This design comes from an exercise in tuning for small area, a short achievable clock period and few clock cycles per item on the open sky130 flow, not from production work.
In this exercise RTL edits were held to simulation tests only and were not proved equivalent to the original.
Power is estimated from default activity; no workload was simulated.

--- design.v ---
module vfix_lane (
    input  wire        neg,       
    input  wire        rne,       
    input  wire        k15,       
    input  wire        klo,       
    input  wire [16:0] X,
    input  wire [17:0] Y,
    input  wire [16:0] A,
    output wire [17:0] v
);
    wire [18:0] Ye = {Y, 1'b0};
    reg  [8:0] one, two, nb;
    integer i;
    always @* begin
        for (i = 0; i < 9; i = i + 1) begin
            one[i] = Ye[2*i+1] ^ Ye[2*i];
            two[i] = (Ye[2*i+2] & ~Ye[2*i+1] & ~Ye[2*i]) | (~Ye[2*i+2] & Ye[2*i+1] & Ye[2*i]);
            nb[i]  = Ye[2*i+2] ^ neg;
        end
        two[8] = 1'b0;
    end
    wire [17:0] Xs = {X[16], X};
    wire [17:0] X2 = {X, 1'b0};
    wire [17:0] pp0 = ((({18{one[0]}} & Xs) | ({18{two[0]}} & X2)) ^ {18{nb[0]}}) ^ 18'h20000;
    wire [17:0] pp1 = ((({18{one[1]}} & Xs) | ({18{two[1]}} & X2)) ^ {18{nb[1]}}) ^ 18'h20000;
    wire [17:0] pp2 = ((({18{one[2]}} & Xs) | ({18{two[2]}} & X2)) ^ {18{nb[2]}}) ^ 18'h20000;
    wire [17:0] pp3 = ((({18{one[3]}} & Xs) | ({18{two[3]}} & X2)) ^ {18{nb[3]}}) ^ 18'h20000;
    wire [17:0] pp4 = ((({18{one[4]}} & Xs) | ({18{two[4]}} & X2)) ^ {18{nb[4]}}) ^ 18'h20000;
    wire [17:0] pp5 = ((({18{one[5]}} & Xs) | ({18{two[5]}} & X2)) ^ {18{nb[5]}}) ^ 18'h20000;
    wire [17:0] pp6 = ((({18{one[6]}} & Xs) | ({18{two[6]}} & X2)) ^ {18{nb[6]}}) ^ 18'h20000;
    wire [17:0] pp7 = ((({18{one[7]}} & Xs) | ({18{two[7]}} & X2)) ^ {18{nb[7]}}) ^ 18'h20000;
    wire [17:0] pp8 = ((({18{one[8]}} & Xs) | ({18{two[8]}} & X2)) ^ {18{nb[8]}}) ^ 18'h20000;
    wire cr0 = ~klo;
    wire cr15 = ~(k15 ^ klo);
    wire cr16 = ~(k15 | klo);
    wire cr17 = (k15 | klo);
    wire ks0, kc0, ks1, kc1, ks2, kc2, ks3, kc3, ks4, kc4, ks5, kc5;
    wire ks6, kc6, ks7, kc7, ks8, kc8, ks9, kc9, ks10, kc10, ks11, kc11;
    wire ks12, kc12, ks13, kc13, ks14, kc14, ks15, kc15, ks16, kc16, ks17, kc17;
    wire ks18, kc18, ks19, kc19, ks20, kc20, hs0, hc0, fs0, fc0, fs1, fc1;
    wire fs2, fc2, fs3, fc3, hs1, hc1, fs4, fc4, hs2, hc2, hs3, hc3;
    wire fs5, fc5, hs4, hc4, fs6, fc6, hs5, hc5, fs7, fc7, fs8, fc8;
    wire hs6, hc6, fs9, fc9, fs10, fc10, fs11, fc11, fs12, fc12, fs13, fc13;
    wire fs14, fc14, fs15, fc15, fs16, fc16, fs17, fc17, fs18, fc18, fs19, fc19;
    wire fs20, fc20, fs21, fc21, fs22, fc22, fs23, fc23, fs24, fc24, fs25, fc25;
    wire hs7, hc7, fs26, fc26, fs27, fc27, fs28, fc28, fs29, fc29, hs8, hc8;
    wire fs30, fc30, fs31, fc31, hs9, hc9, fs32, fc32, hs10, hc10, hs11, hc11;
    wire fs33, fc33, hs12, hc12, fs34, fc34, hs13, hc13, fs35, fc35, fs36, fc36;
    wire fs37, fc37, fs38, fc38, fs39, fc39, fs40, fc40, fs41, fc41, fs42, fc42;
    wire fs43, fc43, fs44, fc44, fs45, fc45, fs46, fc46, fs47, fc47, fs48, fc48;
    wire fs49, fc49, fs50, fc50, fs51, fc51, fs52, fc52, fs53, fc53, fs54, fc54;
    wire fs55, fc55, fs56, fc56, fs57, fc57, fs58, fc58, fs59, fc59, fs60, fc60;
    wire fs61, fc61, fs62, fc62, fs63, fc63, fs64, fc64, fs65, fc65, fs66, fc66;
    wire fs67, fc67, hs14, hc14, fs68, fc68, fs69, fc69, hs15, hc15, fs70, fc70;
    wire hs16, hc16, hs17, hc17, fs71, fc71, fs72, fc72, fs73, fc73, fs74, fc74;
    wire fs75, fc75, fs76, fc76, fs77, fc77, fs78, fc78, fs79, fc79, fs80, fc80;
    wire fs81, fc81, fs82, fc82, fs83, fc83, fs84, fc84, fs85, fc85, fs86, fc86;
    wire fs87, fc87, fs88, fc88, fs89, fc89, fs90, fc90, fs91, fc91, fs92, fc92;
    wire fs93, fc93, fs94, fc94, hs18, hc18, fs95, fc95, hs19, hc19, hs20, hc20;
    wire hs21, hc21, hs22, hc22, fs96, fc96, fs97, fc97, fs98, fc98, fs99, fc99;
    wire fs100, fc100, fs101, fc101, fs102, fc102, fs103, fc103, fs104, fc104, fs105, fc105;
    wire fs106, fc106, fs107, fc107, fs108, fc108, fs109, fc109, fs110, fc110, fs111, fc111;
    wire fs112, fc112, fs113, fc113, fs114, fc114, fs115, fc115, fs116, fc116, fs117, fc117;
    wire fs118, fc118, fs119, fc119, fs120, fc120, fs121, fc121, fs122, fc122, fs123, fc123;
    wire hs23, hc23, fs124, fc124, g0_0, p0_0, g1_1, p1_1, g2_2, p2_2, g3_3, p3_3;
    wire g4_4, p4_4, g5_5, p5_5, g6_6, p6_6, g7_7, p7_7, g8_8, p8_8, g9_9, p9_9;
    wire g10_10, p10_10, g11_11, p11_11, g12_12, p12_12, g13_13, p13_13, g14_14, p14_14, g15_15, p15_15;
    wire g16_16, p16_16, g17_17, p17_17, g18_18, p18_18, g19_19, p19_19, g20_20, p20_20, g21_21, p21_21;
    wire g22_22, p22_22, g23_23, p23_23, g24_24, p24_24, g25_25, p25_25, g26_26, p26_26, g27_27, p27_27;
    wire g28_28, p28_28, g29_29, p29_29, g30_30, p30_30, g31_31, p31_31, g32_32, p32_32, g33_33, p33_33;
    wire G34, G35, P35, G36, P36, G37, P37, G38, P38, G39, P39, G40;
    wire P40, G41, P41, G42, G43, P43, G44, P44, G45, P45, G46, G47;
    wire P47, G48, G49, G50, P50, G51, P51, G52, P52, G53, P53, G54;
    wire P54, G55, P55, G56, P56, G57, P57, G58, P58, G59, P59, G60;
    wire P60, G61, P61, G62, P62, G63, P63, G64, P64, G65, P65, G66;
    wire P66, G67, P67, G68, P68, G69, P69, G70, P70, G71, P71, G72;
    wire P72, G73, P73, G74, P74, G75, P75, G76, P76, G77, P77, G78;
    wire P78, G79, P79, G80, P80, G81, P81, G82, P82, G83, P83, G84;
    wire P84, C85, C86, C87, C88, C89, C90, C91, C92, C93, C94, C95;
    wire C96, C97, C98, C99, C100, C101, vs0, vs1, vs2, vs3, vs4, vs5;
    wire vs6, vs7, vs8, vs9, vs10, vs11, vs12, vs13, vs14, vs15, vs16, vs17;
    assign ks0 = ~(nb[1] ^ pp0[2]);
    assign kc0 = nb[1] | pp0[2];
    assign ks1 = ~(pp0[3] ^ pp1[1]);
    assign kc1 = pp0[3] | pp1[1];
    assign ks2 = ~(nb[2] ^ pp0[4]);
    assign kc2 = nb[2] | pp0[4];
    assign ks3 = ~(pp0[5] ^ pp1[3]);
    assign kc3 = pp0[5] | pp1[3];
    assign ks4 = ~(nb[3] ^ pp0[6]);
    assign kc4 = nb[3] | pp0[6];
    assign ks5 = ~(pp0[7] ^ pp1[5]);
    assign kc5 = pp0[7] | pp1[5];
    assign ks6 = ~(nb[4] ^ pp0[8]);
    assign kc6 = nb[4] | pp0[8];
    assign ks7 = ~(pp0[9] ^ pp1[7]);
    assign kc7 = pp0[9] | pp1[7];
    assign ks8 = ~(nb[5] ^ pp0[10]);
    assign kc8 = nb[5] | pp0[10];
    assign ks9 = ~(pp0[11] ^ pp1[9]);
    assign kc9 = pp0[11] | pp1[9];
    assign ks10 = ~(nb[6] ^ pp0[12]);
    assign kc10 = nb[6] | pp0[12];
    assign ks11 = ~(pp0[13] ^ pp1[11]);
    assign kc11 = pp0[13] | pp1[11];
    assign ks12 = ~(nb[7] ^ pp0[14]);
    assign kc12 = nb[7] | pp0[14];
    assign ks13 = ~(A[2] ^ pp1[16]);
    assign kc13 = A[2] | pp1[16];
    assign ks14 = ~(A[4] ^ pp2[16]);
    assign kc14 = A[4] | pp2[16];
    assign ks15 = ~(A[6] ^ pp3[16]);
    assign kc15 = A[6] | pp3[16];
    assign ks16 = ~(A[8] ^ pp4[16]);
    assign kc16 = A[8] | pp4[16];
    assign ks17 = ~(A[10] ^ pp5[16]);
    assign kc17 = A[10] | pp5[16];
    assign ks18 = ~(A[12] ^ pp6[16]);
    assign kc18 = A[12] | pp6[16];
    assign ks19 = ~(A[14] ^ pp7[16]);
    assign kc19 = A[14] | pp7[16];
    assign ks20 = ~(A[16] ^ pp8[16]);
    assign kc20 = A[16] | pp8[16];
    assign hs0 = cr15 ^ pp0[15];
    assign hc0 = cr15 & pp0[15];
    vfix_fa u_fa0 (.a(A[0]), .b(nb[8]), .ci(cr16), .s(fs0), .co(fc0));
    vfix_fa u_fa1 (.a(pp0[16]), .b(pp1[14]), .ci(pp2[12]), .s(fs1), .co(fc1));
    vfix_fa u_fa2 (.a(A[1]), .b(cr17), .ci(pp0[17]), .s(fs2), .co(fc2));
    vfix_fa u_fa3 (.a(pp1[15]), .b(pp2[13]), .ci(pp3[11]), .s(fs3), .co(fc3));
    assign hs1 = pp2[14] ^ pp3[12];
    assign hc1 = pp2[14] & pp3[12];
    vfix_fa u_fa4 (.a(A[3]), .b(pp1[17]), .ci(pp2[15]), .s(fs4), .co(fc4));
    assign hs2 = pp1[8] ^ pp2[6];
    assign hc2 = pp1[8] & pp2[6];
    assign hs3 = pp2[7] ^ pp3[5];
    assign hc3 = pp2[7] & pp3[5];
    vfix_fa u_fa5 (.a(pp1[10]), .b(pp2[8]), .ci(pp3[6]), .s(fs5), .co(fc5));
    assign hs4 = pp4[4] ^ pp5[2];
    assign hc4 = pp4[4] & pp5[2];
    vfix_fa u_fa6 (.a(pp2[9]), .b(pp3[7]), .ci(pp4[5]), .s(fs6), .co(fc6));
    assign hs5 = pp5[3] ^ pp6[1];
    assign hc5 = pp5[3] & pp6[1];
    vfix_fa u_fa7 (.a(pp1[12]), .b(pp2[10]), .ci(pp3[8]), .s(fs7), .co(fc7));
    vfix_fa u_fa8 (.a(pp4[6]), .b(pp5[4]), .ci(pp6[2]), .s(fs8), .co(fc8));
    assign hs6 = pp7[0] ^ kc11;
    assign hc6 = pp7[0] & kc11;
    vfix_fa u_fa9 (.a(pp1[13]), .b(pp2[11]), .ci(pp3[9]), .s(fs9), .co(fc9));
    vfix_fa u_fa10 (.a(pp4[7]), .b(pp5[5]), .ci(pp6[3]), .s(fs10), .co(fc10));
    vfix_fa u_fa11 (.a(pp7[1]), .b(kc12), .ci(hs0), .s(fs11), .co(fc11));
    vfix_fa u_fa12 (.a(fs0), .b(pp3[10]), .ci(pp4[8]), .s(fs12), .co(fc12));
    vfix_fa u_fa13 (.a(pp5[6]), .b(pp6[4]), .ci(pp7[2]), .s(fs13), .co(fc13));
    vfix_fa u_fa14 (.a(pp8[0]), .b(hc0), .ci(fs1), .s(fs14), .co(fc14));
    vfix_fa u_fa15 (.a(fc0), .b(pp4[9]), .ci(pp5[7]), .s(fs15), .co(fc15));
    vfix_fa u_fa16 (.a(pp6[5]), .b(pp7[3]), .ci(pp8[1]), .s(fs16), .co(fc16));
    vfix_fa u_fa17 (.a(fc1), .b(fs2), .ci(fs3), .s(fs17), .co(fc17));
    vfix_fa u_fa18 (.a(pp4[10]), .b(pp5[8]), .ci(pp6[6]), .s(fs18), .co(fc18));
    vfix_fa u_fa19 (.a(pp7[4]), .b(pp8[2]), .ci(hs1), .s(fs19), .co(fc19));
    vfix_fa u_fa20 (.a(ks13), .b(fc2), .ci(fc3), .s(fs20), .co(fc20));
    vfix_fa u_fa21 (.a(pp3[13]), .b(pp4[11]), .ci(pp5[9]), .s(fs21), .co(fc21));
    vfix_fa u_fa22 (.a(pp6[7]), .b(pp7[5]), .ci(pp8[3]), .s(fs22), .co(fc22));
    vfix_fa u_fa23 (.a(hc1), .b(kc13), .ci(fs4), .s(fs23), .co(fc23));
    vfix_fa u_fa24 (.a(pp3[14]), .b(pp4[12]), .ci(pp5[10]), .s(fs24), .co(fc24));
    vfix_fa u_fa25 (.a(pp6[8]), .b(pp7[6]), .ci(pp8[4]), .s(fs25), .co(fc25));
    assign hs7 = ks14 ^ fc4;
    assign hc7 = ks14 & fc4;
    vfix_fa u_fa26 (.a(A[5]), .b(pp2[17]), .ci(pp3[15]), .s(fs26), .co(fc26));
    vfix_fa u_fa27 (.a(pp4[13]), .b(pp5[11]), .ci(pp6[9]), .s(fs27), .co(fc27));
    vfix_fa u_fa28 (.a(pp7[7]), .b(pp8[5]), .ci(kc14), .s(fs28), .co(fc28));
    vfix_fa u_fa29 (.a(pp4[14]), .b(pp5[12]), .ci(pp6[10]), .s(fs29), .co(fc29));
    assign hs8 = pp7[8] ^ pp8[6];
    assign hc8 = pp7[8] & pp8[6];
    vfix_fa u_fa30 (.a(A[7]), .b(pp3[17]), .ci(pp4[15]), .s(fs30), .co(fc30));
    vfix_fa u_fa31 (.a(pp5[13]), .b(pp6[11]), .ci(pp7[9]), .s(fs31), .co(fc31));
    assign hs9 = pp5[14] ^ pp6[12];
    assign hc9 = pp5[14] & pp6[12];
    vfix_fa u_fa32 (.a(A[9]), .b(pp4[17]), .ci(pp5[15]), .s(fs32), .co(fc32));
    assign hs10 = pp1[4] ^ pp2[2];
    assign hc10 = pp1[4] & pp2[2];
    assign hs11 = pp2[3] ^ pp3[1];
    assign hc11 = pp2[3] & pp3[1];
    vfix_fa u_fa33 (.a(pp1[6]), .b(pp2[4]), .ci(pp3[2]), .s(fs33), .co(fc33));
    assign hs12 = pp4[0] ^ kc5;
    assign hc12 = pp4[0] & kc5;
    vfix_fa u_fa34 (.a(pp2[5]), .b(pp3[3]), .ci(pp4[1]), .s(fs34), .co(fc34));
    assign hs13 = kc6 ^ ks7;
    assign hc13 = kc6 & ks7;
    vfix_fa u_fa35 (.a(pp3[4]), .b(pp4[2]), .ci(pp5[0]), .s(fs35), .co(fc35));
    vfix_fa u_fa36 (.a(kc7), .b(hs2), .ci(ks8), .s(fs36), .co(fc36));
    vfix_fa u_fa37 (.a(pp4[3]), .b(pp5[1]), .ci(hc2), .s(fs37), .co(fc37));
    vfix_fa u_fa38 (.a(kc8), .b(hs3), .ci(ks9), .s(fs38), .co(fc38));
    vfix_fa u_fa39 (.a(pp6[0]), .b(hc3), .ci(kc9), .s(fs39), .co(fc39));
    vfix_fa u_fa40 (.a(hs4), .b(ks10), .ci(fs5), .s(fs40), .co(fc40));
    vfix_fa u_fa41 (.a(hc4), .b(kc10), .ci(hs5), .s(fs41), .co(fc41));
    vfix_fa u_fa42 (.a(ks11), .b(fc5), .ci(fs6), .s(fs42), .co(fc42));
    vfix_fa u_fa43 (.a(hc5), .b(ks12), .ci(fc6), .s(fs43), .co(fc43));
    vfix_fa u_fa44 (.a(hs6), .b(fs7), .ci(fs8), .s(fs44), .co(fc44));
    vfix_fa u_fa45 (.a(hc6), .b(fc7), .ci(fc8), .s(fs45), .co(fc45));
    vfix_fa u_fa46 (.a(fs10), .b(fs9), .ci(fs11), .s(fs46), .co(fc46));
    vfix_fa u_fa47 (.a(fc10), .b(fc9), .ci(fs12), .s(fs47), .co(fc47));
    vfix_fa u_fa48 (.a(fs13), .b(fc11), .ci(fs14), .s(fs48), .co(fc48));
    vfix_fa u_fa49 (.a(fc12), .b(fc13), .ci(fs15), .s(fs49), .co(fc49));
    vfix_fa u_fa50 (.a(fs16), .b(fc14), .ci(fs17), .s(fs50), .co(fc50));
    vfix_fa u_fa51 (.a(fc15), .b(fc16), .ci(fs18), .s(fs51), .co(fc51));
    vfix_fa u_fa52 (.a(fs19), .b(fs20), .ci(fc17), .s(fs52), .co(fc52));
    vfix_fa u_fa53 (.a(fc18), .b(fs21), .ci(fs22), .s(fs53), .co(fc53));
    vfix_fa u_fa54 (.a(fc19), .b(fc20), .ci(fs23), .s(fs54), .co(fc54));
    vfix_fa u_fa55 (.a(fc21), .b(fc22), .ci(fs24), .s(fs55), .co(fc55));
    vfix_fa u_fa56 (.a(fs25), .b(hs7), .ci(fc23), .s(fs56), .co(fc56));
    vfix_fa u_fa57 (.a(fc24), .b(fc25), .ci(fs26), .s(fs57), .co(fc57));
    vfix_fa u_fa58 (.a(fs27), .b(hc7), .ci(fs28), .s(fs58), .co(fc58));
    vfix_fa u_fa59 (.a(hs8), .b(ks15), .ci(fc26), .s(fs59), .co(fc59));
    vfix_fa u_fa60 (.a(fc27), .b(fs29), .ci(fc28), .s(fs60), .co(fc60));
    vfix_fa u_fa61 (.a(pp8[7]), .b(hc8), .ci(kc15), .s(fs61), .co(fc61));
    vfix_fa u_fa62 (.a(fc29), .b(fs30), .ci(fs31), .s(fs62), .co(fc62));
    vfix_fa u_fa63 (.a(pp7[10]), .b(pp8[8]), .ci(hs9), .s(fs63), .co(fc63));
    vfix_fa u_fa64 (.a(ks16), .b(fc30), .ci(fc31), .s(fs64), .co(fc64));
    vfix_fa u_fa65 (.a(pp6[13]), .b(pp7[11]), .ci(pp8[9]), .s(fs65), .co(fc65));
    vfix_fa u_fa66 (.a(hc9), .b(kc16), .ci(fs32), .s(fs66), .co(fc66));
    vfix_fa u_fa67 (.a(pp6[14]), .b(pp7[12]), .ci(pp8[10]), .s(fs67), .co(fc67));
    assign hs14 = ks17 ^ fc32;
    assign hc14 = ks17 & fc32;
    vfix_fa u_fa68 (.a(A[11]), .b(pp5[17]), .ci(pp6[15]), .s(fs68), .co(fc68));
    vfix_fa u_fa69 (.a(pp7[13]), .b(pp8[11]), .ci(kc17), .s(fs69), .co(fc69));
    assign hs15 = pp7[14] ^ pp8[12];
    assign hc15 = pp7[14] & pp8[12];
    vfix_fa u_fa70 (.a(A[13]), .b(pp6[17]), .ci(pp7[15]), .s(fs70), .co(fc70));
    assign hs16 = pp1[2] ^ pp2[0];
    assign hc16 = pp1[2] & pp2[0];
    assign hs17 = pp2[1] ^ kc2;
    assign hc17 = pp2[1] & kc2;
    vfix_fa u_fa71 (.a(pp3[0]), .b(kc3), .ci(hs10), .s(fs71), .co(fc71));
    vfix_fa u_fa72 (.a(hc10), .b(kc4), .ci(hs11), .s(fs72), .co(fc72));
    vfix_fa u_fa73 (.a(hc11), .b(ks6), .ci(hs12), .s(fs73), .co(fc73));
    vfix_fa u_fa74 (.a(hc12), .b(fc33), .ci(fs34), .s(fs74), .co(fc74));
    vfix_fa u_fa75 (.a(fc34), .b(hc13), .ci(fs35), .s(fs75), .co(fc75));
    vfix_fa u_fa76 (.a(fc35), .b(fs37), .ci(fc36), .s(fs76), .co(fc76));
    vfix_fa u_fa77 (.a(fc37), .b(fs39), .ci(fc38), .s(fs77), .co(fc77));
    vfix_fa u_fa78 (.a(fc39), .b(fs41), .ci(fc40), .s(fs78), .co(fc78));
    vfix_fa u_fa79 (.a(fc41), .b(fs43), .ci(fc42), .s(fs79), .co(fc79));
    vfix_fa u_fa80 (.a(fc43), .b(fs45), .ci(fc44), .s(fs80), .co(fc80));
    vfix_fa u_fa81 (.a(fc45), .b(fs47), .ci(fc46), .s(fs81), .co(fc81));
    vfix_fa u_fa82 (.a(fc47), .b(fs49), .ci(fc48), .s(fs82), .co(fc82));
    vfix_fa u_fa83 (.a(fc49), .b(fs51), .ci(fc50), .s(fs83), .co(fc83));
    vfix_fa u_fa84 (.a(fc51), .b(fs53), .ci(fc52), .s(fs84), .co(fc84));
    vfix_fa u_fa85 (.a(fc53), .b(fs55), .ci(fc54), .s(fs85), .co(fc85));
    vfix_fa u_fa86 (.a(fc55), .b(fs57), .ci(fs58), .s(fs86), .co(fc86));
    vfix_fa u_fa87 (.a(fs59), .b(fc57), .ci(fs60), .s(fs87), .co(fc87));
    vfix_fa u_fa88 (.a(fs61), .b(fc59), .ci(fs62), .s(fs88), .co(fc88));
    vfix_fa u_fa89 (.a(fc61), .b(fs63), .ci(fs64), .s(fs89), .co(fc89));
    vfix_fa u_fa90 (.a(fs65), .b(fc63), .ci(fc64), .s(fs90), .co(fc90));
    vfix_fa u_fa91 (.a(fc65), .b(fs67), .ci(hs14), .s(fs91), .co(fc91));
    vfix_fa u_fa92 (.a(fc67), .b(fs68), .ci(hc14), .s(fs92), .co(fc92));
    vfix_fa u_fa93 (.a(hs15), .b(ks18), .ci(fc68), .s(fs93), .co(fc93));
    vfix_fa u_fa94 (.a(pp8[13]), .b(hc15), .ci(kc18), .s(fs94), .co(fc94));
    assign hs18 = pp8[14] ^ ks19;
    assign hc18 = pp8[14] & ks19;
    vfix_fa u_fa95 (.a(A[15]), .b(pp7[17]), .ci(pp8[15]), .s(fs95), .co(fc95));
    assign hs19 = nb[0] ^ cr0;
    assign hc19 = nb[0] & cr0;
    assign hs20 = 1'b1 ^ pp0[1];
    assign hc20 = 1'b1 & pp0[1];
    assign hs21 = pp1[0] ^ ks0;
    assign hc21 = pp1[0] & ks0;
    assign hs22 = kc0 ^ ks1;
    assign hc22 = kc0 & ks1;
    vfix_fa u_fa96 (.a(kc1), .b(hs16), .ci(ks2), .s(fs96), .co(fc96));
    vfix_fa u_fa97 (.a(hc16), .b(ks3), .ci(hs17), .s(fs97), .co(fc97));
    vfix_fa u_fa98 (.a(ks4), .b(hc17), .ci(fs71), .s(fs98), .co(fc98));
    vfix_fa u_fa99 (.a(ks5), .b(fc71), .ci(fs72), .s(fs99), .co(fc99));
    vfix_fa u_fa100 (.a(fs33), .b(fc72), .ci(fs73), .s(fs100), .co(fc100));
    vfix_fa u_fa101 (.a(hs13), .b(fc73), .ci(fs74), .s(fs101), .co(fc101));
    vfix_fa u_fa102 (.a(fs36), .b(fc74), .ci(fs75), .s(fs102), .co(fc102));
    vfix_fa u_fa103 (.a(fs38), .b(fc75), .ci(fs76), .s(fs103), .co(fc103));
    vfix_fa u_fa104 (.a(fs40), .b(fc76), .ci(fs77), .s(fs104), .co(fc104));
    vfix_fa u_fa105 (.a(fs42), .b(fc77), .ci(fs78), .s(fs105), .co(fc105));
    vfix_fa u_fa106 (.a(fs44), .b(fc78), .ci(fs79), .s(fs106), .co(fc106));
    vfix_fa u_fa107 (.a(fs46), .b(fc79), .ci(fs80), .s(fs107), .co(fc107));
    vfix_fa u_fa108 (.a(fc80), .b(fs48), .ci(fs81), .s(fs108), .co(fc108));
    vfix_fa u_fa109 (.a(fs50), .b(fc81), .ci(fs82), .s(fs109), .co(fc109));
    vfix_fa u_fa110 (.a(fs52), .b(fc82), .ci(fs83), .s(fs110), .co(fc110));
    vfix_fa u_fa111 (.a(fs54), .b(fc83), .ci(fs84), .s(fs111), .co(fc111));
    vfix_fa u_fa112 (.a(fs56), .b(fc84), .ci(fs85), .s(fs112), .co(fc112));
    vfix_fa u_fa113 (.a(fc56), .b(fs86), .ci(fc85), .s(fs113), .co(fc113));
    vfix_fa u_fa114 (.a(fc58), .b(fc86), .ci(fs87), .s(fs114), .co(fc114));
    vfix_fa u_fa115 (.a(fc60), .b(fs88), .ci(fc87), .s(fs115), .co(fc115));
    vfix_fa u_fa116 (.a(fc62), .b(fc88), .ci(fs89), .s(fs116), .co(fc116));
    vfix_fa u_fa117 (.a(fs66), .b(fc89), .ci(fs90), .s(fs117), .co(fc117));
    vfix_fa u_fa118 (.a(fc66), .b(fs91), .ci(fc90), .s(fs118), .co(fc118));
    vfix_fa u_fa119 (.a(fs69), .b(fs92), .ci(fc91), .s(fs119), .co(fc119));
    vfix_fa u_fa120 (.a(fc69), .b(fs93), .ci(fc92), .s(fs120), .co(fc120));
    vfix_fa u_fa121 (.a(fs70), .b(fs94), .ci(fc93), .s(fs121), .co(fc121));
    vfix_fa u_fa122 (.a(fc70), .b(hs18), .ci(fc94), .s(fs122), .co(fc122));
    vfix_fa u_fa123 (.a(kc19), .b(hc18), .ci(fs95), .s(fs123), .co(fc123));
    assign hs23 = ks20 ^ fc95;
    assign hc23 = ks20 & fc95;
    vfix_fa u_fa124 (.a(A[16]), .b(pp8[17]), .ci(kc20), .s(fs124), .co(fc124));
    assign g0_0 = pp0[0] & hs19;
    assign p0_0 = pp0[0] ^ hs19;
    assign g1_1 = hc19 & hs20;
    assign p1_1 = hc19 ^ hs20;
    assign g2_2 = hc20 & hs21;
    assign p2_2 = hc20 ^ hs21;
    assign g3_3 = hc21 & hs22;
    assign p3_3 = hc21 ^ hs22;
    assign g4_4 = hc22 & fs96;
    assign p4_4 = hc22 ^ fs96;
    assign g5_5 = fc96 & fs97;
    assign p5_5 = fc96 ^ fs97;
    assign g6_6 = fc97 & fs98;
    assign p6_6 = fc97 ^ fs98;
    assign g7_7 = fc98 & fs99;
    assign p7_7 = fc98 ^ fs99;
    assign g8_8 = fc99 & fs100;
    assign p8_8 = fc99 ^ fs100;
    assign g9_9 = fc100 & fs101;
    assign p9_9 = fc100 ^ fs101;
    assign g10_10 = fc101 & fs102;
    assign p10_10 = fc101 ^ fs102;
    assign g11_11 = fc102 & fs103;
    assign p11_11 = fc102 ^ fs103;
    assign g12_12 = fc103 & fs104;
    assign p12_12 = fc103 ^ fs104;
    assign g13_13 = fc104 & fs105;
    assign p13_13 = fc104 ^ fs105;
    assign g14_14 = fc105 & fs106;
    assign p14_14 = fc105 ^ fs106;
    assign g15_15 = fc106 & fs107;
    assign p15_15 = fc106 ^ fs107;
    assign g16_16 = fc107 & fs108;
    assign p16_16 = fc107 ^ fs108;
    assign g17_17 = fc108 & fs109;
    assign p17_17 = fc108 ^ fs109;
    assign g18_18 = fc109 & fs110;
    assign p18_18 = fc109 ^ fs110;
    assign g19_19 = fc110 & fs111;
    assign p19_19 = fc110 ^ fs111;
    assign g20_20 = fc111 & fs112;
    assign p20_20 = fc111 ^ fs112;
    assign g21_21 = fc112 & fs113;
    assign p21_21 = fc112 ^ fs113;
    assign g22_22 = fc113 & fs114;
    assign p22_22 = fc113 ^ fs114;
    assign g23_23 = fc114 & fs115;
    assign p23_23 = fc114 ^ fs115;
    assign g24_24 = fc115 & fs116;
    assign p24_24 = fc115 ^ fs116;
    assign g25_25 = fc116 & fs117;
    assign p25_25 = fc116 ^ fs117;
    assign g26_26 = fc117 & fs118;
    assign p26_26 = fc117 ^ fs118;
    assign g27_27 = fc118 & fs119;
    assign p27_27 = fc118 ^ fs119;
    assign g28_28 = fc119 & fs120;
    assign p28_28 = fc119 ^ fs120;
    assign g29_29 = fc120 & fs121;
    assign p29_29 = fc120 ^ fs121;
    assign g30_30 = fc121 & fs122;
    assign p30_30 = fc121 ^ fs122;
    assign g31_31 = fc122 & fs123;
    assign p31_31 = fc122 ^ fs123;
    assign g32_32 = fc123 & hs23;
    assign p32_32 = fc123 ^ hs23;
    assign g33_33 = hc23 & fs124;
    assign p33_33 = hc23 ^ fs124;
    wire cin0 = rne ? (p16_16 ^ A[0]) : 1'b1;
    assign G34 = g0_0 | (p0_0 & cin0);
    assign G35 = g2_2 | (p2_2 & g1_1);
    assign P35 = p2_2 & p1_1;
    assign G36 = g4_4 | (p4_4 & g3_3);
    assign P36 = p4_4 & p3_3;
    assign G37 = g6_6 | (p6_6 & g5_5);
    assign P37 = p6_6 & p5_5;
    assign G38 = g8_8 | (p8_8 & g7_7);
    assign P38 = p8_8 & p7_7;
    assign G39 = g10_10 | (p10_10 & g9_9);
    assign P39 = p10_10 & p9_9;
    assign G40 = g12_12 | (p12_12 & g11_11);
    assign P40 = p12_12 & p11_11;
    assign G41 = g14_14 | (p14_14 & g13_13);
    assign P41 = p14_14 & p13_13;
    assign G42 = G35 | (P35 & G34);
    assign G43 = G37 | (P37 & G36);
    assign P43 = P37 & P36;
    assign G44 = G39 | (P39 & G38);
    assign P44 = P39 & P38;
    assign G45 = G41 | (P41 & G40);
    assign P45 = P41 & P40;
    assign G46 = G43 | (P43 & G42);
    assign G47 = G45 | (P45 & G44);
    assign P47 = P45 & P44;
    assign G48 = G47 | (P47 & G46);
    assign G49 = g15_15 | (p15_15 & G48);
    assign G50 = g17_17 | (p17_17 & g16_16);
    assign P50 = p17_17 & p16_16;
    assign G51 = g19_19 | (p19_19 & g18_18);
    assign P51 = p19_19 & p18_18;
    assign G52 = g21_21 | (p21_21 & g20_20);
    assign P52 = p21_21 & p20_20;
    assign G53 = g23_23 | (p23_23 & g22_22);
    assign P53 = p23_23 & p22_22;
    assign G54 = g25_25 | (p25_25 & g24_24);
    assign P54 = p25_25 & p24_24;
    assign G55 = g27_27 | (p27_27 & g26_26);
    assign P55 = p27_27 & p26_26;
    assign G56 = g29_29 | (p29_29 & g28_28);
    assign P56 = p29_29 & p28_28;
    assign G57 = g31_31 | (p31_31 & g30_30);
    assign P57 = p31_31 & p30_30;
    assign G58 = g33_33 | (p33_33 & g32_32);
    assign P58 = p33_33 & p32_32;
    assign G59 = g18_18 | (p18_18 & G50);
    assign P59 = p18_18 & P50;
    assign G60 = G51 | (P51 & G50);
    assign P60 = P51 & P50;
    assign G61 = g22_22 | (p22_22 & G52);
    assign P61 = p22_22 & P52;
    assign G62 = G53 | (P53 & G52);
    assign P62 = P53 & P52;
    assign G63 = g26_26 | (p26_26 & G54);
    assign P63 = p26_26 & P54;
    assign G64 = G55 | (P55 & G54);
    assign P64 = P55 & P54;
    assign G65 = g30_30 | (p30_30 & G56);
    assign P65 = p30_30 & P56;
    assign G66 = G57 | (P57 & G56);
    assign P66 = P57 & P56;
    assign G67 = g20_20 | (p20_20 & G60);
    assign P67 = p20_20 & P60;
    assign G68 = G52 | (P52 & G60);
    assign P68 = P52 & P60;
    assign G69 = G61 | (P61 & G60);
    assign P69 = P61 & P60;
    assign G70 = G62 | (P62 & G60);
    assign P70 = P62 & P60;
    assign G71 = g28_28 | (p28_28 & G64);
    assign P71 = p28_28 & P64;
    assign G72 = G56 | (P56 & G64);
    assign P72 = P56 & P64;
    assign G73 = G65 | (P65 & G64);
    assign P73 = P65 & P64;
    assign G74 = G66 | (P66 & G64);
    assign P74 = P66 & P64;
    assign G75 = g24_24 | (p24_24 & G70);
    assign P75 = p24_24 & P70;
    assign G76 = G54 | (P54 & G70);
    assign P76 = P54 & P70;
    assign G77 = G63 | (P63 & G70);
    assign P77 = P63 & P70;
    assign G78 = G64 | (P64 & G70);
    assign P78 = P64 & P70;
    assign G79 = G71 | (P71 & G70);
    assign P79 = P71 & P70;
    assign G80 = G72 | (P72 & G70);
    assign P80 = P72 & P70;
    assign G81 = G73 | (P73 & G70);
    assign P81 = P73 & P70;
    assign G82 = G74 | (P74 & G70);
    assign P82 = P74 & P70;
    assign G83 = g32_32 | (p32_32 & G82);
    assign P83 = p32_32 & P82;
    assign G84 = G58 | (P58 & G82);
    assign P84 = P58 & P82;
    assign C85 = g16_16 | (p16_16 & G49);
    assign C86 = G50 | (P50 & G49);
    assign C87 = G59 | (P59 & G49);
    assign C88 = G60 | (P60 & G49);
    assign C89 = G67 | (P67 & G49);
    assign C90 = G68 | (P68 & G49);
    assign C91 = G69 | (P69 & G49);
    assign C92 = G70 | (P70 & G49);
    assign C93 = G75 | (P75 & G49);
    assign C94 = G76 | (P76 & G49);
    assign C95 = G77 | (P77 & G49);
    assign C96 = G78 | (P78 & G49);
    assign C97 = G79 | (P79 & G49);
    assign C98 = G80 | (P80 & G49);
    assign C99 = G81 | (P81 & G49);
    assign C100 = G82 | (P82 & G49);
    assign C101 = G83 | (P83 & G49);
    vfix_xor2 u_vs0 (.a(p16_16), .b(G49), .y(vs0));
    vfix_xor2 u_vs1 (.a(p17_17), .b(C85), .y(vs1));
    vfix_xor2 u_vs2 (.a(p18_18), .b(C86), .y(vs2));
    vfix_xor2 u_vs3 (.a(p19_19), .b(C87), .y(vs3));
    vfix_xor2 u_vs4 (.a(p20_20), .b(C88), .y(vs4));
    vfix_xor2 u_vs5 (.a(p21_21), .b(C89), .y(vs5));
    vfix_xor2 u_vs6 (.a(p22_22), .b(C90), .y(vs6));
    vfix_xor2 u_vs7 (.a(p23_23), .b(C91), .y(vs7));
    vfix_xor2 u_vs8 (.a(p24_24), .b(C92), .y(vs8));
    vfix_xor2 u_vs9 (.a(p25_25), .b(C93), .y(vs9));
    vfix_xor2 u_vs10 (.a(p26_26), .b(C94), .y(vs10));
    vfix_xor2 u_vs11 (.a(p27_27), .b(C95), .y(vs11));
    vfix_xor2 u_vs12 (.a(p28_28), .b(C96), .y(vs12));
    vfix_xor2 u_vs13 (.a(p29_29), .b(C97), .y(vs13));
    vfix_xor2 u_vs14 (.a(p30_30), .b(C98), .y(vs14));
    vfix_xor2 u_vs15 (.a(p31_31), .b(C99), .y(vs15));
    vfix_xor2 u_vs16 (.a(p32_32), .b(C100), .y(vs16));
    vfix_xor2 u_vs17 (.a(p33_33), .b(C101), .y(vs17));
    assign v = {vs17, vs16, vs15, vs14, vs13, vs12, vs11, vs10, vs9, vs8, vs7, vs6, vs5, vs4, vs3, vs2, vs1, vs0};
endmodule
module vfix_fa (
    input  wire a,
    input  wire b,
    input  wire ci,
    output wire s,
    output wire co
);
    assign s  = a ^ b ^ ci;
    assign co = (a & b) | (a & ci) | (b & ci);
endmodule
module vfix_xor2 (
    input  wire a,
    input  wire b,
    output wire y
);
    assign y = a ^ b;
endmodule
module vfix_xnor2 (
    input  wire a,
    input  wire b,
    output wire y
);
    assign y = ~(a ^ b);
endmodule
module vfix_unit #(
    parameter LANES = 4
) (
    input  wire                  clk,
    input  wire                  rst,
    input  wire                  in_valid,
    output wire                  in_ready,
    input  wire [2:0]            in_func,
    input  wire                  in_type,
    input  wire [1:0]            in_rnd,
    input  wire                  in_zero,
    input  wire [LANES-1:0]      in_pred,
    input  wire [16*LANES-1:0]   in_a,
    input  wire [16*LANES-1:0]   in_b,
    input  wire [16*LANES-1:0]   in_c,
    input  wire [16*LANES-1:0]   in_d,
    output reg                   out_valid,
    output reg  [16*LANES-1:0]   out_d,
    output reg                   out_sat
);
    assign in_ready = 1'b1;
    wire f_fma  = (in_func == 3'd1);
    wire f_fms  = (in_func == 3'd2);
    wire f_lerp = (in_func == 3'd3);
    wire f_add  = (in_func == 3'd4);
    wire f_sub  = (in_func == 3'd5);
    wire f_rsh  = (in_func == 3'd6);
    wire f_conv = (in_func == 3'd7);
    wire f_pow2 = in_func[2];            
    wire typ    = in_type;
    wire a_sgn  = f_conv ? typ : ~typ;   
    wire neg    = f_fms | f_sub;         
    wire k15 = f_fms ? (in_rnd != 2'd0) : (in_rnd != 2'd1);
    wire klo = f_fms & ~in_rnd[1];
    wire [17*LANES-1:0] bma_all;
    genvar gl;
    generate
        for (gl = 0; gl < LANES; gl = gl + 1) begin : g_sub
            wire [15:0] sa = in_a[16*gl +: 16];
            wire [15:0] sb = in_b[16*gl +: 16];
            wire [15:0] sg = sb & ~sa;
            wire [15:0] sx, bm;
            wire sg0_1, sg0_3, sp0_3, sg0_5, sp0_5, sg0_7, sp0_7, sg0_9, sp0_9, sg0_11;
            wire sp0_11, sg0_13, sp0_13, sg0_15, sp0_15, sg1_2, sp1_2, sg1_3, sp1_3, sg1_6;
            wire sp1_6, sg1_7, sp1_7, sg1_10, sp1_10, sg1_11, sp1_11, sg1_14, sp1_14, sg1_15;
            wire sp1_15, sg2_4, sp2_4, sg2_5, sp2_5, sg2_6, sp2_6, sg2_7, sp2_7, sg2_12;
            wire sp2_12, sg2_13, sp2_13, sg2_14, sp2_14, sg2_15, sp2_15, sg3_8, sp3_8, sg3_9;
            wire sp3_9, sg3_10, sp3_10, sg3_11, sp3_11, sg3_12, sp3_12, sg3_13, sp3_13, sg3_14;
            wire sp3_14, sg3_15, sp3_15, sg4_16, sp4_16;
            assign sg0_1 = sg[0] | (~sx[0] & 1'b1);
            assign sg0_3 = sg[2] | (~sx[2] & sg[1]);
            assign sp0_3 = ~sx[2] & ~sx[1];
            assign sg0_5 = sg[4] | (~sx[4] & sg[3]);
            assign sp0_5 = ~sx[4] & ~sx[3];
            assign sg0_7 = sg[6] | (~sx[6] & sg[5]);
            assign sp0_7 = ~sx[6] & ~sx[5];
            assign sg0_9 = sg[8] | (~sx[8] & sg[7]);
            assign sp0_9 = ~sx[8] & ~sx[7];
            assign sg0_11 = sg[10] | (~sx[10] & sg[9]);
            assign sp0_11 = ~sx[10] & ~sx[9];
            assign sg0_13 = sg[12] | (~sx[12] & sg[11]);
            assign sp0_13 = ~sx[12] & ~sx[11];
            assign sg0_15 = sg[14] | (~sx[14] & sg[13]);
            assign sp0_15 = ~sx[14] & ~sx[13];
            assign sg1_2 = sg[1] | (~sx[1] & sg0_1);
            assign sp1_2 = ~sx[1] & 1'b0;
            assign sg1_3 = sg0_3 | (sp0_3 & sg0_1);
            assign sp1_3 = sp0_3 & 1'b0;
            assign sg1_6 = sg[5] | (~sx[5] & sg0_5);
            assign sp1_6 = ~sx[5] & sp0_5;
            assign sg1_7 = sg0_7 | (sp0_7 & sg0_5);
            assign sp1_7 = sp0_7 & sp0_5;
            assign sg1_10 = sg[9] | (~sx[9] & sg0_9);
            assign sp1_10 = ~sx[9] & sp0_9;
            assign sg1_11 = sg0_11 | (sp0_11 & sg0_9);
            assign sp1_11 = sp0_11 & sp0_9;
            assign sg1_14 = sg[13] | (~sx[13] & sg0_13);
            assign sp1_14 = ~sx[13] & sp0_13;
            assign sg1_15 = sg0_15 | (sp0_15 & sg0_13);
            assign sp1_15 = sp0_15 & sp0_13;
            assign sg2_4 = sg[3] | (~sx[3] & sg1_3);
            assign sp2_4 = ~sx[3] & sp1_3;
            assign sg2_5 = sg0_5 | (sp0_5 & sg1_3);
            assign sp2_5 = sp0_5 & sp1_3;
            assign sg2_6 = sg1_6 | (sp1_6 & sg1_3);
            assign sp2_6 = sp1_6 & sp1_3;
            assign sg2_7 = sg1_7 | (sp1_7 & sg1_3);
            assign sp2_7 = sp1_7 & sp1_3;
            assign sg2_12 = sg[11] | (~sx[11] & sg1_11);
            assign sp2_12 = ~sx[11] & sp1_11;
            assign sg2_13 = sg0_13 | (sp0_13 & sg1_11);
            assign sp2_13 = sp0_13 & sp1_11;
            assign sg2_14 = sg1_14 | (sp1_14 & sg1_11);
            assign sp2_14 = sp1_14 & sp1_11;
            assign sg2_15 = sg1_15 | (sp1_15 & sg1_11);
            assign sp2_15 = sp1_15 & sp1_11;
            assign sg3_8 = sg[7] | (~sx[7] & sg2_7);
            assign sp3_8 = ~sx[7] & sp2_7;
            assign sg3_9 = sg0_9 | (sp0_9 & sg2_7);
            assign sp3_9 = sp0_9 & sp2_7;
            assign sg3_10 = sg1_10 | (sp1_10 & sg2_7);
            assign sp3_10 = sp1_10 & sp2_7;
            assign sg3_11 = sg1_11 | (sp1_11 & sg2_7);
            assign sp3_11 = sp1_11 & sp2_7;
            assign sg3_12 = sg2_12 | (sp2_12 & sg2_7);
            assign sp3_12 = sp2_12 & sp2_7;
            assign sg3_13 = sg2_13 | (sp2_13 & sg2_7);
            assign sp3_13 = sp2_13 & sp2_7;
            assign sg3_14 = sg2_14 | (sp2_14 & sg2_7);
            assign sp3_14 = sp2_14 & sp2_7;
            assign sg3_15 = sg2_15 | (sp2_15 & sg2_7);
            assign sp3_15 = sp2_15 & sp2_7;
            assign sg4_16 = sg[15] | (~sx[15] & sg3_15);
            assign sp4_16 = ~sx[15] & sp3_15;
            assign sx[0] = sa[0] ^ sb[0];
            vfix_xnor2 u_s0 (.a(sx[0]), .b(1'b1), .y(bm[0]));
            assign sx[1] = sa[1] ^ sb[1];
            vfix_xnor2 u_s1 (.a(sx[1]), .b(sg0_1), .y(bm[1]));
            assign sx[2] = sa[2] ^ sb[2];
            vfix_xnor2 u_s2 (.a(sx[2]), .b(sg1_2), .y(bm[2]));
            assign sx[3] = sa[3] ^ sb[3];
            vfix_xnor2 u_s3 (.a(sx[3]), .b(sg1_3), .y(bm[3]));
            assign sx[4] = sa[4] ^ sb[4];
            vfix_xnor2 u_s4 (.a(sx[4]), .b(sg2_4), .y(bm[4]));
            assign sx[5] = sa[5] ^ sb[5];
            vfix_xnor2 u_s5 (.a(sx[5]), .b(sg2_5), .y(bm[5]));
            assign sx[6] = sa[6] ^ sb[6];
            vfix_xnor2 u_s6 (.a(sx[6]), .b(sg2_6), .y(bm[6]));
            assign sx[7] = sa[7] ^ sb[7];
            vfix_xnor2 u_s7 (.a(sx[7]), .b(sg2_7), .y(bm[7]));
            assign sx[8] = sa[8] ^ sb[8];
            vfix_xnor2 u_s8 (.a(sx[8]), .b(sg3_8), .y(bm[8]));
            assign sx[9] = sa[9] ^ sb[9];
            vfix_xnor2 u_s9 (.a(sx[9]), .b(sg3_9), .y(bm[9]));
            assign sx[10] = sa[10] ^ sb[10];
            vfix_xnor2 u_s10 (.a(sx[10]), .b(sg3_10), .y(bm[10]));
            assign sx[11] = sa[11] ^ sb[11];
            vfix_xnor2 u_s11 (.a(sx[11]), .b(sg3_11), .y(bm[11]));
            assign sx[12] = sa[12] ^ sb[12];
            vfix_xnor2 u_s12 (.a(sx[12]), .b(sg3_12), .y(bm[12]));
            assign sx[13] = sa[13] ^ sb[13];
            vfix_xnor2 u_s13 (.a(sx[13]), .b(sg3_13), .y(bm[13]));
            assign sx[14] = sa[14] ^ sb[14];
            vfix_xnor2 u_s14 (.a(sx[14]), .b(sg3_14), .y(bm[14]));
            assign sx[15] = sa[15] ^ sb[15];
            vfix_xnor2 u_s15 (.a(sx[15]), .b(sg3_15), .y(bm[15]));
            assign bma_all[17*gl +: 17] = {~sg4_16, bm};
        end
    endgenerate
    reg [17*LANES-1:0] p_x, p_a;
    reg [18*LANES-1:0] p_y;
    reg [15:0] a, b, c, d, a16;
    reg [16:0] bma;
    reg [17:0] yp, y;
    reg [18:0] ye;
    reg        pr, sx_lerp, sx_b, sx_a, sa_d, sa_c, sa_a, sy_c, sy_b, sy_b2, sy_p;
    integer l, j;
    always @* begin
        for (l = 0; l < LANES; l = l + 1) begin
            a  = in_a[16*l +: 16];
            b  = in_b[16*l +: 16];
            c  = in_c[16*l +: 16];
            d  = in_d[16*l +: 16];
            pr = in_pred[l];
            bma = bma_all[17*l +: 17];
            sx_lerp = pr & f_lerp;
            sx_b    = pr & (f_sub | f_add);
            sx_a    = pr & ~f_lerp & ~f_sub & ~f_add;
            p_x[17*l +: 17] = ({17{sx_lerp}} & bma)
                            | ({17{sx_b}}    & {~typ & b[15], b})
                            | ({17{sx_a}}    & {a_sgn & a[15], a});
            sa_d = ~pr & ~in_zero;
            sa_c = pr & (f_fma | f_fms);
            sa_a = pr & (f_lerp | f_add | f_sub | (f_conv & typ));
            a16  = ({16{sa_d}} & d) | ({16{sa_c}} & c) | ({16{sa_a}} & a);
            p_a[17*l +: 17] = {a16[15] & (~typ | (pr & f_conv)), a16};
            sy_c  = pr & f_lerp;
            sy_b  = pr & ~f_pow2 & ~f_lerp & typ;
            sy_b2 = pr & ~f_pow2 & ~f_lerp & ~typ;
            sy_p  = pr & f_pow2;
            for (j = 0; j < 18; j = j + 1)
                yp[j] = f_rsh ? (b[3:0] == 16 - j)
                              : ((f_conv & ~typ) ? (j == 15) : (j == 16));
            y = ({18{sy_c}} & {2'b00, c}) | ({18{sy_b}} & {2'b00, b})
              | ({18{sy_b2}} & {b[15], b, 1'b0}) | ({18{sy_p}} & yp);
            p_y[18*l +: 18] = y;
        end
    end
    reg                 s1_valid;
    reg                 s1_typ, s1_rne, s1_k15, s1_klo;
    reg [LANES-1:0]     s1_neg;
    reg [17*LANES-1:0]  s1_x, s1_a;
    reg [18*LANES-1:0]  s1_y;
    always @(posedge clk) begin
        if (rst)
            s1_valid <= 1'b0;
        else
            s1_valid <= in_valid;
        s1_neg <= {LANES{neg}} & in_pred;    
        s1_typ <= typ;
        s1_rne <= in_rnd[1];
        s1_k15 <= k15;
        s1_klo <= klo;
        s1_x   <= p_x;
        s1_y   <= p_y;
        s1_a   <= p_a;
    end
    wire [18*LANES-1:0] lane_v;
    genvar i;
    generate
        for (i = 0; i < LANES; i = i + 1) begin : g_lane
            vfix_lane u_lane (
                .neg (s1_neg[i]),
                .rne (s1_rne),
                .k15 (s1_k15),
                .klo (s1_klo),
                .X   (s1_x[17*i +: 17]),
                .Y   (s1_y[18*i +: 18]),
                .A   (s1_a[17*i +: 17]),
                .v   (lane_v[18*i +: 18])
            );
        end
    endgenerate
    reg                 s2_valid;
    reg                 s2_typ;
    reg [18*LANES-1:0]  s2_v;
    always @(posedge clk) begin
        if (rst)
            s2_valid <= 1'b0;
        else
            s2_valid <= s1_valid;
        s2_typ <= s1_typ;
        s2_v   <= lane_v;
    end
    reg [16*LANES-1:0] res;
    reg                sat;
    reg [17:0]         v;
    reg                ovf;
    integer q;
    always @* begin
        sat = 1'b0;
        for (q = 0; q < LANES; q = q + 1) begin
            v   = s2_v[18*q +: 18];
            ovf = s2_typ ? (v[17] | v[16]) : ~((v[17] == v[16]) & (v[16] == v[15]));
            sat = sat | ovf;
            if (!ovf)
                res[16*q +: 16] = v[15:0];
            else if (s2_typ)
                res[16*q +: 16] = {16{~v[17]}};
            else
                res[16*q +: 16] = {v[17], {15{~v[17]}}};
        end
    end
    always @(posedge clk) begin
        if (rst)
            out_valid <= 1'b0;
        else
            out_valid <= s2_valid;
        out_d   <= res;
        out_sat <= sat;
    end
endmodule
--- flow/run.sh ---
#!/bin/bash
# Synthesis: the standard synthesis script (synth_recipe.tcl), except that
# ABC maps the lane modules with a delay target (flow/abc_lane.script), so
# that it recovers area there instead of mapping for the least delay; the
# top module gets its own (flow/abc_top.script). Then the standard layout
# steps, with buf_2 cells as the port buffers; the layout's timing repair
# aims at a setup slack of MARGIN ns (the clock period and constraints are
# unchanged) on the worst endpoints, and may resize cells across
# footprints.
set -euo pipefail
MARGIN=19
W=$PWD
cat > $W/own_synth.tcl <<EOC
proc abc {args} {
  set i [lsearch \$args -script]
  set lane_args \$args
  lset lane_args [expr {\$i + 1}] $W/flow/abc_lane.script
  yosys abc {*}\$lane_args vfix_lane vfix_fa vfix_xor2 vfix_xnor2
  set top_args \$args
  lset top_args [expr {\$i + 1}] $W/flow/abc_top.script
  yosys abc {*}\$top_args vfix_unit
}
source $W/synth_recipe.tcl
EOC
bash standard.sh SYNTH_SCRIPT=$W/own_synth.tcl synth > synth.log 2>&1
bash standard.sh SYNTH_SCRIPT=$W/own_synth.tcl "BUFFER_PORTS_ARGS=-buffer_cell sky130_fd_sc_hd__buf_2" \
    SETUP_SLACK_MARGIN=$MARGIN TNS_END_PERCENT=5 MATCH_CELL_FOOTPRINT=0 finish > layout.log 2>&1
--- flow/abc_lane.script ---
strash
dch
map -B 0.9 -D 2500
topo
stime -c
buffer -c
upsize -c -D 2500
dnsize -c -D 2500
--- flow/abc_top.script ---
strash
dch
map -B 0.9 -D 1500
topo
stime -c
buffer -c
upsize -c -D 1500
dnsize -c -D 1500
--- standard.sh ---
#!/bin/bash
# synth_recipe.tcl (not shown) runs the flow's synth.tcl, then flattens the netlist and writes it again
# the make line also repeats each setting of config.mk as NAME=value (left out here)
make -C /OpenROAD-flow-scripts/flow DESIGN_CONFIG=/design/flow/config.mk WORK_HOME=/design/flow/orfs CLKGATE_MAP_FILE= SYNTH_SCRIPT=/design/flow/synth_recipe.tcl "${@:-finish}"
--- config.mk ---
export PLATFORM = sky130hd
export DESIGN_NAME = vfix_unit
export DESIGN_NICKNAME = vfix_unit
export VERILOG_FILES = /design/flow/design.v
export SDC_FILE = /design/flow/constraint.sdc
export NUM_CORES = 8
export LEC_CHECK = 0
export ABC_AREA = 1
export CAP_MARGIN = 0
export CORE_MARGIN = 2
export CORE_UTILIZATION = 65
export CTS_CLUSTER_DIAMETER = 80
export CTS_CLUSTER_SIZE = 25
export SLEW_MARGIN = 0
export SYNTH_HIERARCHICAL = 1
--- constraint.sdc ---
create_clock -name core_clock -period 25.0 [get_ports {clk}]
set_input_delay 5.0000 -clock core_clock [delete_from_list [all_inputs] [get_ports {clk}]]
set_output_delay 5.0000 -clock core_clock [all_outputs]
set_load 0.01 [all_outputs]
==> results of run 1 <==
power by group:
group	leakage, nW	switching [W]	internal [W]
registers	2.98	0.0000667	0.000825
clock network	0.355	0.000225	0.000180
logic	21.8	0.00375	0.00246
flip-flops by register name, indices dropped and copies added (netlist names):
register / cells
out_d: 64
out_valid: 1
s1_typ: 1
s1_y: 72
s2_typ: 1
s2_valid: 1
s1_neg: 4
s1_rne: 1
s1_a: 68
s1_klo: 1
out_sat: 1
s2_v: 72
s1_valid: 1
s1_x: 68
s1_k15: 1
Yosys cell counts (all sizes together):
cell type | n | share of area (%)
a211oi | 8 | 0.13
nand3 | 121 | 1.3
a21oi | 199 | 2.2
xor2 | 720 | 14
o32ai | 1 | 0.019
dfxtp | 357 | 16
nor3 | 19 | 0.21
nand2 | 996 | 8.2
conb | 1 | 0.0083
a211o | 2 | 0.039
nor4 | 4 | 0.055
fa | 500 | 22
nor2 | 213 | 1.8
buf | 108 | 1.5
and2 | 4 | 0.055
o2111ai | 25 | 0.48
o21a | 4 | 0.066
a31oi | 3 | 0.041
nand4 | 12 | 0.17
o21ai | 71 | 0.79
a21o | 24 | 0.40
clkinv | 9 | 0.074
a22oi | 1 | 0.017
ha | 382 | 11
inv | 786 | 6.5
o31ai | 5 | 0.083
or2 | 5 | 0.069
o22ai | 552 | 7.6
o211ai | 71 | 1.2
nor3b | 4 | 0.066
xnor2 | 105 | 2.0
o221ai | 32 | 0.62
o21bai | 16 | 0.26
a21boi | 4 | 0.066
clkbuf | 192 | 1.6
nand3b | 1 | 0.017
per-layer routing:
metal / GRT usage, % / up-vias / routed length [um] / part of all wire [%]
li1: - / 18400 / - / -
met1: 51.6 / 19200 / 56400 / 39
met2: 63.2 / 2385 / 64800 / 45
met3: 7.78 / 477 / 16000 / 11
met4: 17.0 / 12 / 7460 / 5.2
met5: 0 / - / 75 / 0.052
repair_timing:
item	CTS	global route
cloned	4	4
setup endpoints to repair	341	314
gates resized for setup	56	113
pin swaps	5	3
endpoints found under the hold margin	0	0
setup buffers	16	30
stage by stage:
step           cell area, um^2  utilization (%)
6_report                 49600             72.0
5_1_grt                  49500             72.0
4_1_cts                  48800             70.9
3_5_place_dp             47700             69.3
3_3_place_gp             47700             69.3
2_1_floorplan            45700                -
cells by family (layout without fill, tap and decap cells):
logic type	Yosys count	after routing	synth area share, %
other	1	11	0.00827
AND/OR/NAND/NOR	1379	1380	12.0
AO/OA/AOI/OAI	1018	1018	14.0
adder cells (fa/ha/maj)	882	882	32.6
flip-flops	357	357	15.8
XOR/XNOR	825	825	15.9
buffers and inverters	1095	1281	9.70
layout make-up:
type	count	area [um^2]	share of cell area, %
clock buffer	25	593	1.20
clock inverter	14	131	0.265
antenna	6	15.0	0.0303
timing repair inverter	7	52.6	0.106
inverter	795	3090	6.24
timing repair buffer	440	2570	5.20
multi-input combinational	4110	34700	70.1
tap	931	1160	2.35
sequential	357	7180	14.5
worst max-delay path: stages:
cell,delay [ns]
clkbuf_4,0.26
clkinvlp_4,0.20
buf_4,0.19
nand3_1,0.24
clkinvlp_4,0.22
buf_2,0.21
a21oi_1,0.16
o21ai_0,0.10
per-module statistics from Yosys, one instance, submodules excluded:
module,cells,cell area [um^2],times used
vfix_unit,1917,14800,1
vfix_xor2,1,8.76,72
vfix_xnor2,1,8.76,64
vfix_lane,751,4840,4
vfix_fa,1,20.0,500
worst paths after layout:
kind         startpoint        to  slack [ns]  cells after the start
min              s1_typ    s2_typ        0.34                      0
min reg2reg      s1_typ    s2_typ        0.34                      0
max reg2reg    s1_y[37]  s2_v[53]       19.13                     23
max             in_type  s1_y[32]       18.89                      8
==> flow_summary.toml, run 1 <==
[setup_path]
worstSetupPathType = "input pin to register"
worst-endpoint-required_ns = 25.49
critPathCaptureType = "register"
cp_data_arrival_time_ns = 6.60
worst_setup_path_start_kind = "input pin"
path_max_fanout = 11

[sta]
finalSetupTns_ns = 0
fin_ws_ns = 18.89
hold_ws_ns = 0.343
grt_setup_unrepaired = "true"
setup_viol = 0
finalCriticalPeriod_ns = 6.11
period_share_pct = 24.5
final-max-slew-violation-count = 0
hold_violations = 0
slew_headroom_pct = 21.6
skew_ns = 0.0163
fmax_mhz = 164
worstMarginPinSlew_ns = 1.18

[floorplan]
core_area_um2 = 68800
fp.dieW_um = 268
pin_count = 337
initial_core_util_pct = 65.9
fp.dieH_um = 268
num_rows = 96
die_area_um2 = 71900

[final_layout]
layout_commonest_cell = "nand2_1"
mostFrequentLayoutCells = "953 x nand2_1, 723 x inv_1, 720 x xor2_1, 552 x o22ai_1, 500 x fa_1"
fill_cells = 5660
final_cells = 6685
drive_gt1_share_pct = 12.3
area_growth_pct = 9.27
layout.nets = 6885

[synth]
ys_warn_count = 8
synth_cell_types = 41
syn-cell-area_um2 = 45300
ys_seq_area_share_pct = 15.8
netlist_instances = 5557
avgSynthCellArea_um2 = 8.16
ys_ff_latch = 357

[drt]
drt-total-wl_um = 145000
wl_per_cell_um = 21.6
via_count = 40500
detail-route-antenna-nets = 0
drc = 0
vias_per_cell = 6.06
dr.first_iter.drc_count = 4331
first_pass_iters = 6

[flow_run]
drv_cap = 0

[power]
p_leak_nw = 25.1
vdd_drop_max_uv = 250
power_w = 0.00750
powerDensity_nw_per_um2 = 151

[clock_tree]
clockBufferDepth = 3
cts.sink_count = 357
cts_tree = "done"
cts.clk_slew.worst_paths_ns = 0.10
insertion_delay_ns = 0.60
cts-buffers-inserted = 22
cts_hold_buf = 0
htreeDepth = 1
cts_root_buffer = "clkbuf_16"

[global_routing]
grt-ovfl-total = 0
grt_max_degree = 33
antenna_found_initial = 11
grt_usage_pct = 39.3
grt_pass1_wl_um = 219000
grt_pass1_vias = 38900

[placed_design]
port_buffers = 335
place.gp.congestion = 0.996
place_ws_ns = 17.31
dp.cells = 6586
hpwl_um = 113000

[worst_hold_path]
worstHoldPathType = "register to register"

[status]
status = "no timing/DRC/antenna violations"
Testbench counts, summed over its fixed seeds: cycles 16,024, items 16,000.
==> inputs of run 2 (changes only) <==
--- a/flow/run.sh
+++ b/flow/run.sh
@@ -8,7 +8,7 @@
 # unchanged) on the worst endpoints, and may resize cells across
 # footprints.
 set -euo pipefail
-MARGIN=19
+MARGIN=19.2
 W=$PWD
 cat > $W/own_synth.tcl <<EOC
 proc abc {args} {
==> run 2 against run 1 <==
Compared with the run above: setup slack lost 0.0072 ns; register-to-register slack gained 0.08 ns; synthesized cell count is the same; largest cell class unchanged.
==> flow_summary.toml, run 2 <==
[setup_path]
worstPathCellList = "buf_6"
critical_path.top_delay_family = "flip-flops"
worst_setup_path_start_kind = "register"
critPathCaptureType = "primary output"
slowest_stage = "dfxtp_2"
worstSetupPathType = "register to primary output"
cpPeakStageDelay_ns = 0.38
critPathBufInv = 1
path_max_fanout = 1
worst-endpoint-required_ns = 20.00
cp_data_arrival_time_ns = 1.12

[drt]
wl_per_cell_um = 21.6
via_count = 40900
dr.first_iter.drc_count = 4680
drc = 0
first_pass_iters = 8
drt-total-wl_um = 146000
detail-route-antenna-nets = 0
vias_per_cell = 6.07

[worst_hold_path]
worstHoldPathType = "register to register"

[synth]
avgSynthCellArea_um2 = 8.16
ys_seq_area_share_pct = 15.8
syn-cell-area_um2 = 45300
synth_top_cells_by_count = "996 x nand2_1, 758 x inv_1, 720 x xor2_1"
ys_warn_count = 8
yosysMostFrequentCell = "nand2_1"
synth_top_area_share_pct = 22.1
synth_cell_types = 41
synth_edf_count = 0
synth_area_leaders = "fa_1 22%, dfxtp_1 16%, xor2_1 14%"
ys_ff_latch = 357
async_reset_ff_share_pct = 0
synth_top_cell_by_area = "fa_1"
ys.flop_type = "dfxtp_1"
netlist_instances = 5557

[floorplan]
pin_count = 337
core_area_um2 = 68800
fp.dieH_um = 268
fp.dieW_um = 268
num_rows = 96
initial_core_util_pct = 65.9
die_area_um2 = 71900

[final_layout]
layout.nets = 6931
drive_gt1_share_pct = 13.9
multi_input_area_um2 = 35000
regArea_um2 = 7200
area_growth_pct = 11.6
utilization_pct = 73.5
mostFrequentLayoutCells = "936 x nand2_1, 719 x xor2_1, 718 x inv_1, 551 x o22ai_1, 499 x fa_1"
top_regs = "s1_y x72, s2_v x72"
fill_cells = 5399
layout_commonest_cell = "nand2_1"

[sta]
setup_viol = 0
fmax_mhz = 163
slew_headroom_pct = 31.5
period_share_pct = 24.5
hold_violations = 0
final-max-slew-violation-count = 0
grt_setup_unrepaired = "true"
finalSetupTns_ns = 0
worstMarginPinSlew_ns = 1.03
finalCriticalPeriod_ns = 6.12
skew_ns = 0.0249

[placed_design]
port_buffers = 335
hpwl_um = 114000
place.gp.congestion = 0.998

[power]
vdd_drop_max_uv = 238
powerDensity_nw_per_um2 = 156
p_leak_nw = 25.5

[clock_tree]
cts_tree = "done"
cts-buffers-inserted = 26
insertion_delay_ns = 0.63
clockBufferDepth = 3
cts.sink_count = 357
cts_root_buffer = "clkbuf_16"
htreeDepth = 1
cts.clk_slew.worst_paths_ns = 0.08

[global_routing]
grt_max_degree = 33
grt_pass1_wl_um = 222000
antenna_found_initial = 14
grt-ovfl-total = 0
grt_usage_pct = 39.7
grt_pass1_vias = 39600

[flow_run]
drv_cap = 0

[status]
status = "no timing/DRC/antenna violations"
run 2: cell counts after synthesis:
No cell type changed its count.
run 2: worst reg2reg max path: cells and delay by family, from the launching register on:
family	cells	cell delay (ns)
xor gates and xnor gates	2	0.34
adders and majority gates	6	2.91
AOI/OAI and AO/OA	2	0.38
and+or+nand+nor	10	1.13
buffers and inverters	3	0.48
DFF	1	0.47
run 2: per-layer routing:
layer / vias up / routed length [um] / global-route usage (%)
met5: - / 110 / 0
met4: 16 / 8080 / 19.0
met3: 521 / 16200 / 8.18
met2: 2569 / 65200 / 63.2
met1: 19200 / 56100 / 51.9
li1: 18500 / - / -
run 2: where the power goes:
group	switching [W]	internal [W]	total (W)	leakage, nW
Combinational	0.00388	0.00263	0.00651	22.1
Sequential	0.0000763	0.000827	0.000903	2.99
Clock	0.000254	0.000220	0.000474	0.446
run 2: final timing paths:
kind | depth (start not counted) | to | slack (ns) | startpoint
setup / recovery | 1 | out_d[6] | 18.88 | out_d[6]
hold / removal | 0 | s2_typ | 0.34 | s1_typ
setup reg to reg | 23 | s2_v[44] | 19.21 | s1_neg[2]
hold reg to reg | 0 | s2_typ | 0.34 | s1_typ
run 2: stage by stage:
step	std cells	total power (W)	hold WS (ns)	area [um^2]	setup WS, ns
4_1_cts	6658	0.00755	0.336	49400	18.87
6_report	6737	0.00788	0.343	50600	18.88
2_1_floorplan	5561	0.00683	0.310	45700	18.73
3_3_place_gp	6580	0.00679	0.310	47700	17.43
5_1_grt	6731	0.00877	0.356	50600	18.86
3_5_place_dp	6580	0.00699	0.318	47700	17.35
run 2: what timing repair did:
action	4_1_cts	5_1_grt
pin swaps	21	8
setup endpoints to repair	343	338
gates cloned	5	1
setup buffers	26	70
resized for setup	146	152
hold buffers	0	0
run 2: cell families after synthesis:
family	after synthesis	synth area share [%]
other	1	0.00827
adders and majority gates	882	32.6
DFF	357	15.8
and+or+nand+nor	1379	12.0
AOI/OAI and AO/OA	1018	14.0
buffers and inverters	1095	9.70
xor gates and xnor gates	825	15.9
run 2: modules after synthesis (local to each module, per instance):
module      cell area (um^2)  cells inside
vfix_fa                 20.0             1
vfix_lane               4840           751
vfix_unit              14800          1917
vfix_xnor2              8.76             1
vfix_xor2               8.76             1
run 2: area by class of cell:
| type | instances | area share [%] |
|---|---|---|
| Inverter | 795 | 6.16 |
| Sequential cell | 357 | 14.2 |
| Clock inverter | 17 | 0.497 |
| Clock buffer | 30 | 1.34 |
| Antenna cell | 8 | 0.0396 |
| Multi-Input combinational cell | 4110 | 69.3 |
| Timing Repair inverter | 5 | 0.0692 |
| Timing Repair Buffer | 484 | 6.10 |
| Tap cell | 931 | 2.30 |

==> what the ideal ports hide <==
The results above use ideal ports. As a check the final layouts listed here were re-extracted and re-timed, cells and wires unchanged. Step 1: set_driving_cell puts a clkbuf_16 on clk and a buf_2 on each other input, an assumption about the parent block. Step 2, shift: input delay + t, output delay - t, t = (earliest + latest rising clock arrival at the registers) / 2. This alone moves slack from input paths to output paths. Slacks: ideal ports / drivers / drivers and shift; pairs: ideal ports / drivers.
run	t (ns)	setup slack, ns	latest minus earliest clock arrival (ns)
run 1	0.661	18.886 / 18.817 / 18.193	0.017 / 0.017
run 2	0.689	18.879 / 18.807 / 18.203	0.031 / 0.031
After both steps every run listed still meets setup and hold. The setup slack of run 1, which loses most, moves by -0.069 ns with the drivers and by -0.693 ns with both steps.
